Context: an optimization exercise on an open-source flow, tuned for small area and a short achievable clock period. The choices shown serve that exercise and are no tape-out recipe. Function was not checked in any run shown here: the RTL went through the layout flow alone.

## flow/design.v (module list and top-level ports; edited modules follow where they fit)
// module lane_fma: 2455 lines
module lane_fma (
    input  wire        clk,
    input  wire        rst,
    input  wire        in_valid,
    input  wire [2:0]  in_op,
    input  wire [1:0]  in_mod,
    input  wire [31:0] in_a,
    input  wire [31:0] in_b,
    input  wire [31:0] in_c,
    output reg         out_valid,
    output reg  [31:0] out_res,
    output reg         out_clamp,
    output reg         out_bad
);
  // ...
==> flow/flow/run.sh <==
#!/bin/bash
# The standard layout (standard.sh, unchanged synthesis), with two
# settings outside config.mk's list: timing repair aims for 6.5 ns of setup
# slack, and the port buffers are buf_1 cells. make's full output goes to
# standard.log; each ORFS step logs under orfs/logs/.
export SETUP_SLACK_MARGIN=6.5
export BUFFER_PORTS_ARGS="-buffer_cell sky130_fd_sc_hd__buf_1"
bash standard.sh > standard.log 2>&1
==> flow/standard.sh <==
#!/bin/bash
# synth_recipe.tcl (not shown) runs the flow's synth.tcl, then flattens the netlist and writes it again
# the make line also repeats each setting of config.mk as NAME=value (left out here)
make -C /OpenROAD-flow-scripts/flow DESIGN_CONFIG=/design/flow/config.mk WORK_HOME=/design/flow/orfs CLKGATE_MAP_FILE= SYNTH_SCRIPT=/design/flow/synth_recipe.tcl "${@:-finish}"
==> flow/config.mk <==
export PLATFORM = sky130hd
export DESIGN_NAME = lane_fma
export DESIGN_NICKNAME = lane_fma
export VERILOG_FILES = /design/flow/design.v
export SDC_FILE = /design/flow/constraint.sdc
export NUM_CORES = 4
export LEC_CHECK = 0
export CAP_MARGIN = 20
export CORE_MARGIN = 2
export CORE_UTILIZATION = 60
export SLEW_MARGIN = 20
==> flow/constraint.sdc <==
create_clock -name core_clock -period 11.0 [get_ports {clk}]
set_input_delay 2.2000 -clock core_clock [delete_from_list [all_inputs] [get_ports {clk}]]
set_output_delay 2.2000 -clock core_clock [all_outputs]
set_load 0.01 [all_outputs]
==> flow_metrics.py, run 1 <==
metrics = {
    "cells_and_area": {
        "buf_share": 0.0871,
        "biggestRegsByFlops": "r2_q: 127 flops, r3_mag: 77 flops, q_ar: 32 flops",
        "nNetsFinal": 5849,
        "clock_buffers": 63,
        "mostFrequentLayoutCells": "nand2_1 (530), dfxtp_1 (386), xnor2_1 (375)",
        "buffers": 492,
        "diodes": 4,
    },
    "critical_path": {
        "crit_path_end": "r3_mag[64]",
        "r2r_cells": 18,
        "cp_slowest_stage_delay_ns": 0.60,
        "rrSetupSlack_ns": 6.17,
        "crit_arrival_ns": 5.38,
        "crit_top_cell": "or4_4",
    },
    "route": {
        "wl_met1_um": 60000,
        "dr.pass1.iters": 8,
        "wl_per_cell_um": 26.8,
        "vias": 41900,
    },
    "status": {
        "status": "finished clean",
    },
    "cts": {
        "h-tree-depth": 2,
        "clk_latency_ns": 0.63,
        "cts_tree": "done",
    },
    "sta": {
        "holdWs_ns": 0.313,
        "setup_viol": 0,
        "fin_crit_sh": 0.439,
    },
    "logic_synthesis": {
        "synth_xor_xnor_area_share": 0.112,
        "synth_top_family_by_area": "adder cells",
        "synth_edf_count": 0,
        "synth-compound-area-share": 0.179,
        "synthesis.nets": 5671,
        "synth_mux_area_frac": 0.0814,
        "yosysMostFrequentCell": "nand2_1",
    },
    "die": {
        "die_area_mm2": 0.0735,
        "coreArea_mm2": 0.0704,
        "n_tap_cell": 940,
    },
    "job": {
        "maxCapViolations": 0,
    },
    "placed_design": {
        "placed_area_mm2": 0.0439,
    },
    "global_routing": {
        "grt_pass1_vias": 39200,
        "met3_usage": 0.0966,
    },
}
==> run 2: changes to the inputs <==
--- a/flow/design.v
+++ b/flow/design.v
@@ -2328,17 +2328,17 @@
     wire lz_c29_2 = lz_z21 ? lz_c28_1 : lz_c21_1;
     wire lz_z30 = lz_z14 & lz_z29;
     wire lz_c30_0 = lz_z14 ? lz_z21 : lz_z6;
     wire lz_c30_1 = lz_z14 ? lz_c29_0 : lz_c14_0;
     wire lz_c30_2 = lz_z14 ? lz_c29_1 : lz_c14_1;
     wire lz_c30_3 = lz_z14 ? lz_c29_2 : lz_c14_2;
     wire       lzero = lz_z30;
     wire [4:0] lzc = {lz_z14, lz_c30_0, lz_c30_1, lz_c30_2, lz_c30_3};
-    wire [76:0] mag_ps = mag << {lz_z14, 6'd0};
+    wire [76:0] mag_ps = mag;
     reg        r3_valid;
     reg [1:0]  r3_mod;
     reg        r3_sp_hit, r3_sp_bad, r3_sp_inf, r3_sp_sgn;
     reg        r3_sign, r3_zero;
     reg [76:0] r3_mag;
     reg        r3_stl;
     reg [4:0]  r3_lz;
     reg signed [10:0] r3_e76;
@@ -2352,28 +2352,28 @@
         r3_sp_sgn <= r2_sp_sgn;
         r3_sign   <= r2_psign ^ sneg;
         r3_zero   <= lzero;
         r3_mag    <= mag_ps[76:0];
         r3_stl    <= 1'b0;
         r3_lz     <= lzc;
         r3_e76    <= r2_e76;
     end
-    wire [76:0] nrm4 = r3_mag << {r3_lz[3:0], 2'b00};
+    wire [76:0] nrm4 = r3_mag << {r3_lz[4:0], 2'b00};
     wire [1:0]  f    = nrm4[76] ? 2'd0 : nrm4[75] ? 2'd1 : nrm4[74] ? 2'd2 : 2'd3;
     wire [76:0] norm = nrm4 << f;
     wire [23:0] mant = norm[76:53];
     wire        rbit = norm[52];
     reg         stc;
     integer     k;
     always @(*) begin
         stc = 1'b0;
         stc = r3_stl;
         for (k = 0; k < 49; k = k + 1)
-            if ({1'b0, r3_lz[3:0], 2'b00} < 8'd49 - k[7:0]) stc = stc | r3_mag[k];
+            if ({1'b0, r3_lz[4:0], 2'b00} < 8'd49 - k[7:0]) stc = stc | r3_mag[k];
     end
     wire sticky = stc | (nrm4[51] && f <= 2'd0) | (nrm4[50] && f <= 2'd1) | (nrm4[49] && f <= 2'd2);
     wire signed [10:0] ec   = r3_e76 - $signed({4'b0000, r3_lz, 2'b00});
     wire signed [10:0] epre = ec - $signed({9'd0, f});
     wire        rup  = rbit && (sticky || mant[0]);
     wire        mall = &mant;
     wire        mcy  = mall && rup;                  
     wire [22:0] frac = mant[22:0] + {22'd0, rup};    
==> run 2 against run 1 <==
  * Still clean on timing, DRC and antenna
  * Final area shrank 2.7%
  * Synthesized area grew 0.38%
  * Global-route usage shrank 1.1 points
  * Clock-buffer cell count grew 2
  * Critical path depth is the same
  * Via count shrank 0.84%
  * Fmax shrank 3.5%
  * Synthesized cell count grew 1.1%
==> flow_metrics.py, run 2 <==
metrics = {
    "status": {
        "status": "finished clean",
    },
    "global_routing": {
        "antenna_found_initial": 5,
        "grt_max_degree": 69,
        "grt_pass1_vias": 38500,
        "grt_usage": 0.418,
        "grt_pass1_wl_um": 237000,
        "grt.overflow.total": 0,
    },
    "route": {
        "vias": 41600,
        "dr.pass1.iters": 9,
        "ant_nets": 0,
        "wirelength_um": 165000,
        "wl_per_cell_um": 26.6,
        "drtIter0Drc": 5566,
        "via_per_inst": 6.70,
        "drc": 0,
    },
    "critical_path": {
        "rr_endpoint": "r3_lz[1]",
        "crit_arrival_ns": 5.54,
        "r2r_cells": 18,
        "cp-end-kind": "flip-flop",
        "rrSetupSlack_ns": 6.00,
        "cp-start-kind": "flip-flop",
        "crit_type": "flip-flop to flip-flop",
        "path_max_fanout": 7,
        "reg2reg_from": "r2_q[41]",
        "cp.required_ns": 11.53,
    },
    "logic_synthesis": {
        "synth_cell_type_count": 100,
        "synth_edf_count": 0,
        "synth_area_leaders": "dfxtp_1 (19%), fa_1 (14%), xnor2_1 (8.0%), a22oi_1 (6.0%), ha_1 (5.7%)",
        "synth-main-ff-cell": "dfxtp_1",
        "synth_top_cell_by_area": "dfxtp_1",
        "yosysMostFrequentCell": "nand2_1",
        "syn-cell-area_mm2": 0.0430,
        "synth_mux_area_frac": 0.0730,
        "ys_ff_latch": 417,
        "synth_top_family_by_area": "adder cells",
        "async_flop_share": 0,
        "avgSynthCellArea_um2": 8.40,
        "synth-simple-area-share": 0.167,
        "yosys_warnings": 1,
        "synth_commonest_cells": "nand2_1 (569), dfxtp_1 (417), xnor2_1 (395)",
        "synth_cells": 5119,
        "ys_seq_area_frac": 0.194,
        "synthAdderAreaFrac": 0.200,
        "synth_xor_xnor_area_share": 0.113,
        "synthesis.nets": 5726,
        "synth-compound-area-share": 0.187,
        "synth_top_area_share": 0.194,
    },
    "placed_design": {
        "port_buffers": 138,
        "dp.final_hpwl_um": 113000,
        "dpl_worst_slack_ns": 5.26,
        "place.gp.congestion": 1.04,
        "place_inst": 5922,
    },
    "cells_and_area": {
        "drive_gt1_frac": 0.182,
        "largest_reg_flops": 127,
        "nNetsFinal": 5821,
        "fin_util": 0.703,
        "regMostFlops": "r2_q",
        "final_common_cell": "nand2_1",
        "mostFrequentLayoutCells": "nand2_1 (536), dfxtp_1 (393), xnor2_1 (379)",
        "finalNonFillerCells": 6204,
        "biggestRegsByFlops": "r2_q: 127 flops, r3_mag: 77 flops, q_ar: 32 flops",
        "syn2layout_area_growth_pct": 16.5,
    },
    "worst_hold_path": {
        "hold_path.class": "flip-flop to flip-flop",
        "hp-start": "r2_sp_hit",
        "hold_end": "r3_sp_hit",
        "hold_depth": 0,
    },
    "cts": {
        "root_buffer": "clkbuf_16",
        "cts_buffer_depth": 3,
        "clkSinkCount": 417,
        "path_clk_slew_ns": 0.06,
        "cts_hold_buffers": 0,
        "cts_made_buffers": 47,
        "clk_latency_ns": 0.61,
        "h-tree-depth": 2,
        "cts_tree": "done",
    },
    "sta": {
        "fin_skew_ns": 0.0252,
        "setup_tns_ns": 0,
        "worst_pin_slew_ns": 1.17,
        "rsz0062_at_grt": "yes",
        "slew_violations": 0,
        "setup_viol": 0,
        "final.setup.worst_slack_ns": 6.00,
        "fin_crit_sh": 0.455,
        "fmax_mhz": 200,
        "finalCriticalPeriod_ns": 5.01,
        "slew_headroom": 0.212,
        "hold_viol": 0,
    },
    "job": {
        "maxCapViolations": 0,
    },
    "die": {
        "die_area_mm2": 0.0738,
        "io_pins": 139,
        "start_util": 0.603,
        "coreArea_mm2": 0.0712,
        "rows": 98,
        "die_h_um": 272,
        "die_x_um": 272,
    },
}
-- run 2: final cells by class --
cell class                 instances  area (µm²)
multi-input combinational       3984       33800
fill                            5747       21100
sequential                       417        8420
timing repair buffer             422        3780
clock buffer                      65        1400
inverter                         342        1290
tap                              950        1190
clock inverter                    23         224
antenna                            1        2.50
-- run 2: per-layer routing --
layer  vias up  part of all wire  GRT usage
met5         -           0.00036          0
met2      2969              0.44      0.662
met4         8             0.081      0.248
met1     19600              0.36      0.521
met3       797              0.11     0.0958
li1      18200                 -          -
-- run 2: logic make-up after synthesis --
| kind of cell | after synthesis |
|---|---|
| simple gates | 1523 |
| compound gates | 1180 |
| buf+inv | 726 |
| xor+xnor | 552 |
| fa+ha+maj | 503 |
| flops | 417 |
| mux | 218 |
-- run 2: repair_timing --
item,4_1_cts,5_1_grt
resized for setup,198,418
setup endpoints to repair,163,121
pin swaps,48,168
gates cloned,13,21
setup buffers,73,86
-- run 2: worst max path at each step --
| stage | start | end | slack, ns | depth (start not counted) |
|---|---|---|---|---|
| after detailed placement | r2_q[93] | r3_lz[1] | 5.26 | 14 |
| after floorplan | in_a[23] | r1_shn[8] | 6.23 | 19 |
| after CTS | r2_q[78] | r3_lz[0] | 6.12 | 18 |
| after global routing | r2_q[27] | r3_lz[1] | 5.82 | 14 |
| final | r2_q[41] | r3_lz[1] | 6.00 | 18 |
| after global placement | r1_shn[10] | r2_q[109] | 5.39 | 12 |
-- run 2: stage by stage --
stage	hold slack, ns	instance area (µm²)
after floorplan	0.310	43400
after global placement	0.310	44200
after detailed placement	0.312	44200
after CTS	0.326	47500
after global routing	0.328	50100
final	0.326	50100
-- run 2: worst max-delay path, stage by stage, from the launching register on --
cell	delay (ns)
dfxtp_1	0.30
ha_1	0.40
nand4_1	0.21
buf_4	0.20
nor4_4	0.37
nand2_2	0.18
nor4_4	0.31
a22o_1	0.26
o21ai_4	0.08
buf_6	0.13
buf_12	0.12
buf_6	0.12
a21oi_1	0.22
o2bb2ai_2	0.16
xnor2_2	0.11
or4_4	0.56
or4_4	0.58
nor4_4	0.38
mux2i_1	0.22
==> run 3: changes to the inputs <==
==> flow/flow/run.sh (replaced) <==
#!/bin/bash
# The standard layout (standard.sh, unchanged synthesis), with two
# settings outside config.mk's list: timing repair aims for 6 ns of setup
# slack, and the port buffers are buf_1 cells. make's full output goes to
# standard.log; each ORFS step logs under orfs/logs/.
export SETUP_SLACK_MARGIN=6
export BUFFER_PORTS_ARGS="-buffer_cell sky130_fd_sc_hd__buf_1"
bash standard.sh > standard.log 2>&1
==> run 3 against run 2 <==
  * Still clean on timing, DRC and antenna
  * Cell count down 1.5%
  * Die area unchanged
==> flow_metrics.py, run 3 <==
metrics = {
    "die": {
        "die_h_um": 272,
        "rows": 98,
        "coreArea_mm2": 0.0712,
        "start_util": 0.603,
        "die_area_mm2": 0.0738,
        "io_pins": 139,
        "die_x_um": 272,
    },
    "route": {
        "dr.pass1.iters": 9,
        "vias": 40600,
        "wl_per_cell_um": 25.6,
        "via_per_inst": 6.64,
        "ant_nets": 0,
        "wirelength_um": 156000,
        "drtIter0Drc": 5225,
        "drc": 0,
    },
    "cells_and_area": {
        "drive_gt1_frac": 0.113,
        "syn2layout_area_growth_pct": 10.8,
        "fin_util": 0.668,
        "biggestRegsByFlops": "r2_q: 127 flops, r3_mag: 77 flops, q_ar: 32 flops",
        "largest_reg_flops": 127,
        "final_common_cell": "nand2_1",
        "nNetsFinal": 5726,
        "fillers": 6126,
        "finalNonFillerCells": 6110,
        "regMostFlops": "r2_q",
        "final_area_mm2": 0.0476,
        "mostFrequentLayoutCells": "nand2_1 (562), dfxtp_1 (400), xnor2_1 (388)",
    },
    "global_routing": {
        "grt_usage": 0.409,
        "grt_max_degree": 115,
        "grt_pass1_wl_um": 233000,
        "grt.overflow.total": 0,
        "grt_pass1_vias": 38500,
        "antenna_found_initial": 8,
    },
    "placed_design": {
        "port_buffers": 138,
        "dp.final_hpwl_um": 111000,
        "place.gp.congestion": 1.04,
        "place_inst": 5923,
        "placed_area_mm2": 0.0440,
    },
    "logic_synthesis": {
        "synth_cell_type_count": 100,
        "ys_seq_area_frac": 0.194,
        "avgSynthCellArea_um2": 8.40,
        "yosysMostFrequentCell": "nand2_1",
        "synth_edf_count": 0,
        "async_flop_share": 0,
        "yosys_warnings": 1,
        "synthesis.nets": 5726,
        "synth_cells": 5119,
        "ys_ff_latch": 417,
        "synth-main-ff-cell": "dfxtp_1",
        "synth_top_area_share": 0.194,
        "synth_area_leaders": "dfxtp_1 (19%), fa_1 (14%), xnor2_1 (8.0%), a22oi_1 (6.0%), ha_1 (5.7%)",
        "synth_top_cell_by_area": "dfxtp_1",
        "syn-cell-area_mm2": 0.0430,
        "synth_commonest_cells": "nand2_1 (569), dfxtp_1 (417), xnor2_1 (395)",
    },
    "sta": {
        "fin_crit_sh": 0.455,
        "finalCriticalPeriod_ns": 5.01,
        "slew_violations": 0,
        "setup_viol": 0,
        "slew_headroom": 0.245,
        "fmax_mhz": 200,
        "setup_tns_ns": 0,
        "rsz0062_at_grt": "yes",
        "worst_pin_slew_ns": 1.12,
        "fin_skew_ns": 0.0227,
        "hold_viol": 0,
    },
    "critical_path": {
        "crit_arrival_ns": 5.53,
        "path_max_fanout": 6,
        "cp.required_ns": 11.52,
        "cp-end-kind": "flip-flop",
        "cp-start-kind": "flip-flop",
        "crit_type": "flip-flop to flip-flop",
    },
    "cts": {
        "h-tree-depth": 2,
        "cts_buffer_depth": 3,
        "root_buffer": "clkbuf_16",
        "clk_latency_ns": 0.61,
        "cts_tree": "done",
        "cts_made_buffers": 47,
        "path_clk_slew_ns": 0.06,
        "cts_hold_buffers": 0,
        "clkSinkCount": 417,
    },
    "worst_hold_path": {
        "hold_path.class": "flip-flop to flip-flop",
    },
    "job": {
        "maxCapViolations": 0,
    },
    "status": {
        "status": "finished clean",
    },
}
==> run 3: changes by cell type in the layout (fill, tap and decap cells not counted), sizes merged, moves of 3 or more <==
cell and delta:
buf -78, clkbuf -9, clkinvlp +5, diode +3, inv -7, or2 -5
==> run 3: routing by layer <==
| layer | share of wire | track usage | wire length [µm] |
|---|---|---|---|
| met1 | 0.38 | 0.508 | 59200 |
| met2 | 0.45 | 0.655 | 69900 |
| met3 | 0.10 | 0.0890 | 15900 |
| met4 | 0.073 | 0.245 | 11400 |
| met5 | 0.00035 | 0 | 54 |
==> run 3: logic make-up (layout without fill, tap and decap cells) <==
logic type / Yosys count / in the layout / share of synthesized area
AOI/OAI and AO/OA: 1180 / 1181 / 0.187
xor gates and xnor gates: 552 / 552 / 0.113
adders and majority gates: 503 / 503 / 0.200
buffers and inverters: 726 / 761 / 0.0657
DFF: 417 / 417 / 0.194
muxes: 218 / 218 / 0.0730
other: 0 / 4 / 0
and+or+nand+nor: 1523 / 1524 / 0.167
==> run 3: final timing paths <==
path | startpoint | to | slack (ns) | cells after the start
worst max-delay path | r2_q[78] | r3_lz[1] | 5.99 | 18
worst min-delay path | r2_e76[6] | r3_e76[6] | 0.32 | 0
worst max register to register | r2_q[78] | r3_lz[1] | 5.99 | 18
worst min register to register | r2_e76[6] | r3_e76[6] | 0.32 | 0
==> run 3: final cells by class <==
| class | instances | area [µm²] | share of cell area |
|---|---|---|---|
| Antenna cell | 4 | 10.0 | 0.000210 |
| Clock buffer | 66 | 1350 | 0.0284 |
| Clock inverter | 20 | 253 | 0.00531 |
| Inverter | 342 | 1290 | 0.0272 |
| Multi-Input combinational cell | 3978 | 32800 | 0.689 |
| Sequential cell | 417 | 8380 | 0.176 |
| Tap cell | 950 | 1190 | 0.0250 |
| Timing Repair Buffer | 332 | 2340 | 0.0492 |
| Timing Repair inverter | 1 | 5.00 | 0.000105 |
==> run 3: what timing repair did <==
| item | 4_1_cts | 5_1_grt |
|---|---|---|
| setup endpoints to repair | 96 | 76 |
| gates cloned | 6 | 5 |
| buffers inserted | 41 | 45 |
| resized for setup | 113 | 130 |
| pin swaps | 26 | 52 |
==> run 3: through the flow <==
| stage | hold WS (ns) | setup slack, ns |
|---|---|---|
| final | 0.325 | 5.99 |
| after global routing | 0.320 | 5.88 |
| after CTS | 0.316 | 5.97 |
| after detailed placement | 0.312 | 4.99 |
| after global placement | 0.310 | 5.09 |
| after floorplan | 0.310 | 5.95 |
==> run 3: worst max-delay path, cell delays in order (launching register included) <==
cell and delay, ns:
dfxtp_2 0.34, ha_4 0.16, fa_2 0.37, a21o_1 0.20, a221o_2 0.40, a21oi_4 0.18, a21oi_4 0.09, or3_4 0.44
o21ai_4 0.21, buf_12 0.15, nand2_8 0.06, buf_12 0.16, buf_12 0.14, buf_4 0.14, o41ai_1 0.41, xnor2_1 0.23
or4_4 0.63, nor4_4 0.37, mux2i_1 0.23

## re-timing with driven ports
In the flow no input, the clock included, has a driving cell. The finished layouts below were timed again as built, in two steps.
Step 1 (the two cells are an assumption about what drives the block):
set clk [get_ports {clk}]
set_driving_cell -lib_cell sky130_fd_sc_hd__clkbuf_16 $clk
set_driving_cell -lib_cell sky130_fd_sc_hd__buf_2 [delete_from_list [all_inputs] $clk]
Step 2 moves the port delays by t, midway between the first and last clock arrival at a register: inputs arrive t later, outputs are due t later. That takes back most of the time a late clock gives input paths.
Three values: ideal, step 1, step 2; two values: the first two.
run	t (ns)	setup slack, ns	slew at the worst register clock pin (ns)
run 1	0.686	6.168 / 6.168 / 5.874	0.07 / 0.07
run 2	0.667	5.995 / 5.995 / 5.877	0.07 / 0.07
run 3	0.668	5.991 / 5.991 / 5.616	0.08 / 0.08
After both steps every run listed still meets setup and hold. The setup slack of run 3, which loses most, moves by 0.000 ns with the drivers and by -0.375 ns with both steps.
